Source: an optimization exercise on an open RTL-to-GDS flow (aim: small area and few clock cycles per item). Production flows keep margins and buffers that such runs may drop. Function was checked by simulation only, so behaviour that the tests miss may differ from the original.

job 7836:
## pix_corr
module pix_corr (
    input  wire        clk,
    input  wire        rst,
    input  wire        in_valid,
    output wire        in_ready,
    input  wire [17:0] in_pix,
    input  wire [2:0]  in_bcode,
    input  wire [17:0] in_offset,
    input  wire [17:0] in_gain,
    input  wire [17:0] in_ratio,
    input  wire [17:0] in_drift,
    input  wire [2:0]  in_wcode,
    output wire        out_valid,
    input  wire        out_ready,
    output wire [17:0] out_data,
    output wire        out_sat_lo,
    output wire        out_sat_hi
);
export LEC_CHECK = 0
export ABC_AREA = 1
export CAP_MARGIN = 20
export CORE_MARGIN = 2
export CORE_UTILIZATION = 40
export CTS_BUF_LIST = sky130_fd_sc_hd__clkbuf_8
export SLEW_MARGIN = 20
export SYNTH_HIERARCHICAL = 1
export SYNTH_MINIMUM_KEEP_SIZE = 0
create_clock -name core_clock -period 10.0 [get_ports {clk}]
standard.sh (not shown) runs the stock make flow with config.mk's settings and CLKGATE_MAP_FILE= SYNTH_SCRIPT=/design/flow/synth_recipe.tcl, a recipe that flattens the netlist after the stock synthesis.
==> flow/flow/run.sh <==
#!/bin/bash
# The standard layout (the standard.sh, unchanged synthesis and steps), with one
# difference: the port buffers that global placement inserts on every input and output
# are sky130_fd_sc_hd__buf_1 instead of the resizer's default pick.
set -euo pipefail
export BUFFER_PORTS_ARGS="-buffer_cell sky130_fd_sc_hd__buf_1"
bash standard.sh > standard.log 2>&1
Testbench counts of job 7836, summed over its fixed seeds: cycles 16,016, items 16,000.
Edits applied to the flow inputs when going from job 7836 to job 3875:
diff --git a/flow/design.v b/flow/design.v
--- a/flow/design.v
+++ b/flow/design.v
@@ -3390,17 +3390,17 @@
     assign bt753 = (d1[13] & ~d1[12] & ~d1[11]) | (~d1[13] & d1[12] & d1[11]);
     assign bn754 = d1[15];
     assign bo755 = d1[14] ^ d1[13];
     assign bt756 = (d1[15] & ~d1[14] & ~d1[13]) | (~d1[15] & d1[14] & d1[13]);
     assign bn757 = d1[17];
     assign bo758 = d1[16] ^ d1[15];
     assign bt759 = (d1[17] & ~d1[16] & ~d1[15]) | (~d1[17] & d1[16] & d1[15]);
     assign bo760 = d1[18] ^ d1[17];
-    assign bt761 = 1'b0;
+    assign bt761 = ~d1[19] & d1[18] & d1[17];
     assign p762 = ((bo734 & (~g1[0]))) ^ bn733;
     assign p763 = ((bo734 & (~g1[1])) | (bt735 & (~g1[0]))) ^ bn733;
     assign p764 = ((bo734 & (~g1[2])) | (bt735 & (~g1[1]))) ^ bn733;
     assign p765 = ((bo734 & (~g1[3])) | (bt735 & (~g1[2]))) ^ bn733;
     assign p766 = ((bo734 & (~g1[4])) | (bt735 & (~g1[3]))) ^ bn733;
     assign p767 = ((bo734 & (~g1[5])) | (bt735 & (~g1[4]))) ^ bn733;
     assign p768 = ((bo734 & (~g1[6])) | (bt735 & (~g1[5]))) ^ bn733;
     assign p769 = ((bo734 & (~g1[7])) | (bt735 & (~g1[6]))) ^ bn733;
[summary]
Re flip-flop and latch count: job 7836 was lower than job 3875. Summary — number of violations reported at the end of detailed-routing iteration 0, job 3875 relative to job 7836: higher, by 338. Worst clock skew: job 3875 vs job 7836, no meaningful difference. Against job 7836, job 3875 reports a number of signal-net buffers in the layout that is higher. Compared with job 7836, job 3875 shows synthesized area higher by about 0.5%. Looking at slack of the worst reg-to-reg path across job 3875 and job 7836, the one that comes out higher is job 7836. Sort job 3875 and job 7836 by largest fanout on the critical path asc -> top: job 3875. Summary of job 3875 over job 7836: total setup violations reported at the end of the flow essentially unchanged; via count higher; share of the clock period used by the worst path after layout stayed essentially flat.
Testbench counts of job 3875, summed over its fixed seeds: cycles 16,016, items 16,000.


before:
pix_corr, a different RTL version from the one above (not shown whole).
Size: ~3500 cells after synthesis, roughly 120 I/O pins, about 33000 sq um of cells after synthesis.
## pix_corr
module pix_corr (
    input  wire        clk,
    input  wire        rst,
    input  wire        in_valid,
    output wire        in_ready,
    input  wire [17:0] in_pix,
    input  wire [2:0]  in_bcode,
    input  wire [17:0] in_offset,
    input  wire [17:0] in_gain,
    input  wire [17:0] in_ratio,
    input  wire [17:0] in_drift,
    input  wire [2:0]  in_wcode,
    output wire        out_valid,
    input  wire        out_ready,
    output wire [17:0] out_data,
    output wire        out_sat_lo,
    output wire        out_sat_hi
);
Settings: LEC_CHECK=0, ABC_AREA=1, CAP_MARGIN=20, CORE_MARGIN=2, CORE_UTILIZATION=40, CTS_BUF_LIST=sky130_fd_sc_hd__clkbuf_8, SLEW_MARGIN=20, SYNTH_HIERARCHICAL=1, SYNTH_MINIMUM_KEEP_SIZE=0; clock period 10.0 ns.
Scripts as last shown in full above: flow/flow/run.sh
Testbench counts of before, summed over its fixed seeds: cycles 16,016, items 16,000.
The inputs of after differ from those of before as listed below.
diff --git a/flow/design.v b/flow/design.v
--- a/flow/design.v
+++ b/flow/design.v
@@ -4368,25 +4368,25 @@
     assign ee1781[48] = h1855 ^ g1933;
     assign ee1781[49] = h1857 ^ g1977;
     assign ee1781[50] = h1859 ^ g1951;
     assign ee1781[51] = h1861 ^ g1979;
     assign ee1781[52] = h1863 ^ g1939;
     assign ee1781[53] = h1865 ^ g1981;
     assign ee1781[54] = h1867 ^ g1953;
     assign ee1781[55] = h1869 ^ g1983;
     assign lo_n = ee1781[55];
     assign hi_n = ~ee1781[55] & (|ee1781[54:50]);
-    assign y_n = {18{hi_n}} | (ee1781[49:32] & {18{~lo_n}});
+    assign y_n = ee1781[49:32];
     assign out_valid = v2;
     assign out_sat_lo = lo2;
     assign out_sat_hi = hi2;
-    wire [17:0] y = y2;
+    wire [17:0] y = {18{hi2}} | (y2 & {18{~lo2}});
     assign q3s1985[0] = q1[0] ^ 1'b0;
     assign k1986 = q1[0] & 1'b0;
     pc_fa u1988 (.a(q1[0]), .b(q1[1]), .c(k1986), .s(s1987), .co(c1988));
     assign q3s1985[1] = s1987;
     pc_fa u1990 (.a(q1[1]), .b(q1[2]), .c(c1988), .s(s1989), .co(c1990));
     assign q3s1985[2] = s1989;
     pc_fa u1992 (.a(q1[2]), .b(q1[3]), .c(c1990), .s(s1991), .co(c1992));
     assign q3s1985[3] = s1991;
     pc_fa u1994 (.a(q1[3]), .b(q1[4]), .c(c1992), .s(s1993), .co(c1994));
     assign q3s1985[4] = s1993;
after did not stop at any stage, and its layout met the timing, DRC and antenna checks.
Against before, number of ordinary inverters in the final layout in after fell by a few percent.
Going from before to after, final critical-path share of the clock period increased 1.3 points, buffer count excluding the clock tree in the final layout increased 9, synthesized cell count essentially unchanged, die area essentially unchanged.
From before to after the numbers moved as follows: number of buffers and inverters on the critical path rose by 5; worst slack at placement shows an increase of 79 ps; setup slack down 130 ps.
After detailed routing, before needs less wire than after.
after and before ended up with nearly the same design area.
Testbench counts of after, summed over its fixed seeds: cycles 16,016, items 16,000.

## afterwards: timing with drivers on the ports
The flow's constraints put no driver on any port. The routed layouts listed below were extracted and timed again, unchanged, in two steps.
Step 1 (the two cells are an assumption about what drives the block):
set clk [get_ports {clk}]
set_driving_cell -lib_cell sky130_fd_sc_hd__clkbuf_16 $clk
set_driving_cell -lib_cell sky130_fd_sc_hd__buf_2 [delete_from_list [all_inputs] $clk]
Step 2, shift: input delay + t, output delay - t, t = (earliest + latest rising clock arrival at the registers) / 2. This alone moves slack from input paths to output paths.
Three values: no drivers, after step 1, after step 2; two values: the first two.
run	t (ns)	setup WS [ns]	latest minus earliest clock arrival (ns)
job 7836	0.582	0.408 / 0.355 / 0.160	0.020 / 0.020
job 3875	0.618	0.397 / 0.336 / 0.180	0.015 / 0.016
before	0.562	0.520 / 0.473 / 0.247	0.025 / 0.025
after	0.649	0.395 / 0.334 / 0.213	0.022 / 0.021
After both steps every run listed still meets setup and hold. The setup slack of before, which loses most, moves by -0.047 ns with the drivers and by -0.273 ns with both steps.
